This is an optimization exercise on Yosys and OpenROAD, whose aim is small area, a short achievable clock period and few clock cycles per item, not a production implementation. At most, simulation tests tie the RTL to the original design; equivalence was not proved.

== the previous run ==
## img_sha256
module img_sha256 (
    input  wire         clk,
    input  wire         rst,         
    input  wire         in_valid,
    output wire         in_ready,
    input  wire [31:0]  in_data,
    input  wire         in_last,
    output reg          out_valid,
    output wire [255:0] out_digest
);
export LEC_CHECK = 0
export ABC_AREA = 1
export CAP_MARGIN = 20
export CORE_MARGIN = 2
export CORE_UTILIZATION = 40
export CTS_BUF_LIST = sky130_fd_sc_hd__clkbuf_16
export CTS_CLUSTER_DIAMETER = 70
export CTS_CLUSTER_SIZE = 20
export PLACE_DENSITY = 0.6
export SETUP_SLACK_MARGIN = 5
export SLEW_MARGIN = 20
create_clock -name core_clock -period 10.0 [get_ports {clk}]
standard.sh (not shown) runs the stock make flow with config.mk's settings and CLKGATE_MAP_FILE= SYNTH_SCRIPT=/design/flow/synth_recipe.tcl, a recipe that flattens the netlist after the stock synthesis.
==> flow/flow/run.sh <==
#!/bin/bash
# Standard layout, with the port buffers made from the smallest buffer.
set -euo pipefail
export BUFFER_PORTS_ARGS="-buffer_cell sky130_fd_sc_hd__buf_1"
bash standard.sh > standard_flow.log 2>&1
Testbench counts of the previous run, summed over its fixed seeds: cycles 64,020, words 14,230.
Input changes introduced in the current run (baseline for comparison: the previous run):
diff --git a/flow/design.v b/flow/design.v
--- a/flow/design.v
+++ b/flow/design.v
@@ -179,15 +179,15 @@
     wire wact  = start || (m_rnd && (kc != 6'd0));           
     wire sched = wact && !(kc[5] && kc[4]);                   
     assign in_ready = room && !pad;
     wire take    = in_valid && in_ready;
     wire padpush = room && pad;
     wire push_in = take || padpush;
     wire [3:0] t_n   = t + 4'd1;
-    wire [5:0] kc_n  = (kc == 6'd0) ? {5'd0, start} : kc + 6'd1;
+    wire [5:0] kc_n  = wact ? kc + 6'd1 : kc;
     wire       rnd_n = start || (m_rnd && (kc != 6'd0));
     wire [4:0] nbc_n = start ? 5'd0 : push_in ? nbc + 5'd1 : nbc;
     wire [3:0] fp_n  = push_in ? t_n : fp;
     wire       wact_n   = rnd_n && (kc_n != 6'd0);
     wire       sched_n  = wact_n && !(kc_n[5] && kc_n[4]);
     wire       first_ok = (t_n[1:0] == 2'd3) && !(wact_n && !(kc_n[3] || kc_n[2]));
     wire       room_n   = !sched_n && !nbc_n[4] &&
==> summary.txt <==
- In summary, the current run completed successfully, with a layout that passed the timing, design-rule and antenna checks.
- Layout multi-input combinational cell count of the current run exceeds that of the previous run by a few percent.
- The previous run → the current run: wire length went up, global-route usage higher.
- Compared with the previous run, the current run has extra setup slack.
- Summary — length of routed met2 wiring, the current run relative to the previous run: higher, by 2800 µm.
- The current run and the previous run ended up with nearly the same design area.
- [the current run] share of the clock period used by the worst path fell 0.20 points relative to the previous run
- On estimated wirelength of the detail-placed design, the previous run beats the current run.
- Compared with the previous run, the current run shows first-iteration DRC count that has gone up by a few percent.
- Comparing the current run and the previous run, the higher wire length on met1 is on the previous run.
- Register-to-register slack (the current run over the previous run): increase, 0.02 ns
Testbench counts of the current run, summed over its fixed seeds: cycles 64,020, words 14,230.

---

Another version of the RTL of img_sha256 (not shown whole).
Size: ~290 I/O pins.
Design img_sha256, start of the top module:
module img_sha256 (
    input  wire         clk,
    input  wire         rst,         
    input  wire         in_valid,
    output wire         in_ready,
    input  wire [31:0]  in_data,
    input  wire         in_last,
    output reg          out_valid,
    output wire [255:0] out_digest
);
Settings: LEC_CHECK=0, CAP_MARGIN=20, CORE_MARGIN=2, CORE_UTILIZATION=40, PLACE_DENSITY=0.6, SLEW_MARGIN=20; clock period 10.0 ns.
run.sh (not shown) runs the stock make flow with config.mk's settings and CLKGATE_MAP_FILE= SYNTH_SCRIPT=/design/flow/synth_recipe.tcl, a recipe that flattens the netlist after the stock synthesis.
Stock flow here: none of the scripts above is used.
Edit:
--- a/flow/design.v
+++ b/flow/design.v
@@ -110,34 +110,26 @@
     wire [31:0] in_word = pad ? pad_word : in_data;
     wire [31:0] wnext   = ssig1(w[14]) + w[9] + ssig0(w[1]) + w[0];
     reg [15:0] mv;
     always @(*) begin
         mv[0] = wact || !v[0];
         for (i = 1; i < 16; i = i + 1)
             mv[i] = mv[i - 1] || !v[i];
     end
     wire [31:0] ch  = (e & f) ^ (~e & g);
     wire [31:0] maj = (a & b) ^ (a & c) ^ (b & c);
     wire [31:0] s1  = bsig1(e);
     wire [31:0] s0  = bsig0(a);
-    wire [31:0] t1s = s1 ^ ch ^ P;
-    wire [31:0] t1c = {((s1[30:0] & ch[30:0]) | (s1[30:0] & P[30:0]) | (ch[30:0] & P[30:0])), 1'b0};
-    wire [31:0] es  = t1s ^ t1c ^ d;
-    wire [31:0] ec  = {((t1s[30:0] & t1c[30:0]) | (t1s[30:0] & d[30:0]) | (t1c[30:0] & d[30:0])), 1'b0};
-    wire [31:0] us  = t1s ^ s0 ^ maj;
-    wire [31:0] uc  = {((t1s[30:0] & s0[30:0]) | (t1s[30:0] & maj[30:0]) | (s0[30:0] & maj[30:0])), 1'b0};
-    wire [31:0] as_ = us ^ uc ^ t1c;
-    wire [31:0] ac  = {((us[30:0] & uc[30:0]) | (us[30:0] & t1c[30:0]) | (uc[30:0] & t1c[30:0])), 1'b0};
-    wire [31:0] a_rnd = as_ + ac;
-    wire [31:0] e_rnd = es + ec;
+    wire [31:0] a_rnd = s1 + ch + P + s0 + maj;
+    wire [31:0] e_rnd = s1 + ch + P + d;
     wire [31:0] iv_a = iv({1'b0, ~ph});      
     wire [31:0] iv_e = iv({1'b1, ~ph});      
     wire [31:0] ya   = cur_first ? iv_a : H3;
     wire [31:0] ye   = cur_first ? iv_e : H7;
     wire [31:0] sa   = ya + d;
     wire [31:0] se   = ye + h;
     always @(posedge clk) begin
         b <= a; c <= b; d <= c;
         f <= e; g <= f; h <= g;
         H1 <= H0; H2 <= H1; H3 <= H2;
         H5 <= H4; H6 <= H5; H7 <= H6;
         P <= g + k_t + w[0];
Outcome: Routed wire length decreases by 8.7%; fmax decreases by 14%; cell count came out lower by 2.3%; utilization rose by 0.18 points; global-route usage is lower by 2.1 points; worst setup slack is worse by 950 ps; synthesized cell count came out lower by 2.9%; count of clock-buffer cells in the layout climbs by 4; hold slack gains 3.4 ps; register-to-register slack gets worse by 1200 ps.
Function was not checked in any run of this note: the RTL went through the layout flow alone.

---

03-05:
img_sha256 with an RTL version that a note above also has.
Size: about 1100 flip-flops.
==> flow/config.mk <==
export PLATFORM = sky130hd
export DESIGN_NAME = img_sha256
export DESIGN_NICKNAME = img_sha256
export VERILOG_FILES = /design/flow/design.v
export SDC_FILE = /design/flow/constraint.sdc
export NUM_CORES = 4
export LEC_CHECK = 0
export CAP_MARGIN = 20
export CORE_MARGIN = 2
export CORE_UTILIZATION = 40
export PLACE_DENSITY = 0.6
export SETUP_SLACK_MARGIN = 5
export SLEW_MARGIN = 20
==> flow/constraint.sdc <==
create_clock -name core_clock -period 10.0 [get_ports {clk}]
set_input_delay 2.0000 -clock core_clock [delete_from_list [all_inputs] [get_ports {clk}]]
set_output_delay 2.0000 -clock core_clock [all_outputs]
set_load 0.01 [all_outputs]
standard.sh (not shown) runs the stock make flow with config.mk's settings and CLKGATE_MAP_FILE= SYNTH_SCRIPT=/design/flow/synth_recipe.tcl, a recipe that flattens the netlist after the stock synthesis.
Scripts as last shown in full above: flow/flow/run.sh
Testbench counts of 03-05, summed over its fixed seeds: cycles 64,020, words 14,230.
Inputs modified between 03-05 and 11-01:
--- a/flow/design.v
+++ b/flow/design.v
@@ -69,46 +69,12 @@
             end
             for (j = 2; j < 32; j = j + 2) begin
                 gg[j] = gg[j] | (pp[j] & gg[j - 1]);
                 pp[j] = pp[j] & pp[j - 1];
             end
             add_bk = x ^ y ^ {gg[30:0], 1'b0};
-        end
-    endfunction
-    function [31:0] add_sk(input [31:0] x, input [31:0] y);
-        reg [31:0] gg, pp;
-        integer j;
-        begin
-            gg = x & y;
-            pp = x ^ y;
-            for (j = 0; j < 32; j = j + 1)
-                if (j[0]) begin
-                    gg[j] = gg[j] | (pp[j] & gg[((j >> 0) << 0) - 1]);
-                    pp[j] = pp[j] & pp[((j >> 0) << 0) - 1];
-                end
-            for (j = 0; j < 32; j = j + 1)
-                if (j[1]) begin
-                    gg[j] = gg[j] | (pp[j] & gg[((j >> 1) << 1) - 1]);
-                    pp[j] = pp[j] & pp[((j >> 1) << 1) - 1];
-                end
-            for (j = 0; j < 32; j = j + 1)
-                if (j[2]) begin
-                    gg[j] = gg[j] | (pp[j] & gg[((j >> 2) << 2) - 1]);
-                    pp[j] = pp[j] & pp[((j >> 2) << 2) - 1];
-                end
-            for (j = 0; j < 32; j = j + 1)
-                if (j[3]) begin
-                    gg[j] = gg[j] | (pp[j] & gg[((j >> 3) << 3) - 1]);
-                    pp[j] = pp[j] & pp[((j >> 3) << 3) - 1];
-                end
-            for (j = 0; j < 32; j = j + 1)
-                if (j[4]) begin
-                    gg[j] = gg[j] | (pp[j] & gg[((j >> 4) << 4) - 1]);
-                    pp[j] = pp[j] & pp[((j >> 4) << 4) - 1];
-                end
-            add_sk = x ^ y ^ {gg[30:0], 1'b0};
         end
     endfunction
     function [31:0] iv(input [2:0] k);
         case (k)
             3'd0: iv = 32'h6a09e667; 3'd1: iv = 32'hbb67ae85;
             3'd2: iv = 32'h3c6ef372; 3'd3: iv = 32'ha54ff53a;
@@ -224,14 +190,14 @@
     wire [31:0] ya   = cur_first ? iv_a : H3;
     wire [31:0] ye   = cur_first ? iv_e : H7;
     wire [31:0] a_x  = m_rnd ? as_ : d;
     wire [31:0] a_y  = m_rnd ? ac : m_add ? ya : 32'd0;
     wire [31:0] e_x  = m_rnd ? es : h;
     wire [31:0] e_y  = m_rnd ? ec : m_add ? ye : 32'd0;
-    wire [31:0] a_s  = add_sk(a_x, a_y);
-    wire [31:0] e_s  = add_sk(e_x, e_y);
+    wire [31:0] a_s  = a_x + a_y;
+    wire [31:0] e_s  = e_x + e_y;
     wire        ivld = m_add && cur_last;    
     always @(posedge clk) begin
         a <= ivld ? iv_a : a_s;
         b <= a; c <= b; d <= c;
         e <= ivld ? iv_e : e_s;
         f <= e; g <= f; h <= g;
Results
Portion of the layout cell area used by non-clock buffers: higher on 03-05
The area used by multi-input combinational logic of 11-01 exceeds that of 03-05 by about 4.6%.
Any difference in worst-skew pair later-pin latency between 03-05 and 11-01 is small enough to ignore.
Setup WNS 03-05 -> 11-01: better
Re routed metal-1 wire length: 03-05 was lower than 11-01.
Going from 03-05 to 11-01, total length of routed wires grew by 6.8%, final clock period utilization by the worst path shrank by 0.86 points.
For 11-01, only the layout was checked, not whether the RTL still works.

==> what the ideal ports hide <==
The results above use ideal ports. As a check the final layouts listed here were re-extracted and re-timed, cells and wires unchanged.
Step 1 (the two cells are an assumption about what drives the block):
set clk [get_ports {clk}]
set_driving_cell -lib_cell sky130_fd_sc_hd__clkbuf_16 $clk
set_driving_cell -lib_cell sky130_fd_sc_hd__buf_2 [delete_from_list [all_inputs] $clk]
Step 2 times the ports against the registers' clock, not the clock port: input delays grow and output delays shrink by t, the midpoint of the rising clock arrivals with the driver on.
Slacks: ideal / step 1 / step 2; pairs: ideal / step 1.
run | t, ns | setup slack, ns | latest minus earliest clock arrival (ns) | worst data-port slew with drivers (ns)
the previous run | 0.765 | 5.210 / 5.210 / 4.941 | 0.052 / 0.052 | 0.05
the current run | 0.743 | 5.229 / 5.229 / 4.617 | 0.066 / 0.066 | 0.04
the first run of note 2 | 0.823 | 3.929 / 3.851 / 4.183 | 0.051 / 0.051 | 0.06
the second run of note 2 | 0.819 | 2.976 / 2.976 / 2.976 | 0.081 / 0.081 | 0.05
03-05 | 0.763 | 4.969 / 4.969 / 4.572 | 0.060 / 0.060 | 0.05
11-01 | 0.780 | 5.055 / 5.055 / 4.424 | 0.050 / 0.050 | 0.07
After both steps every run listed still meets setup and hold. The setup slack of 11-01, which loses most, moves by 0.000 ns with the drivers and by -0.631 ns with both steps.
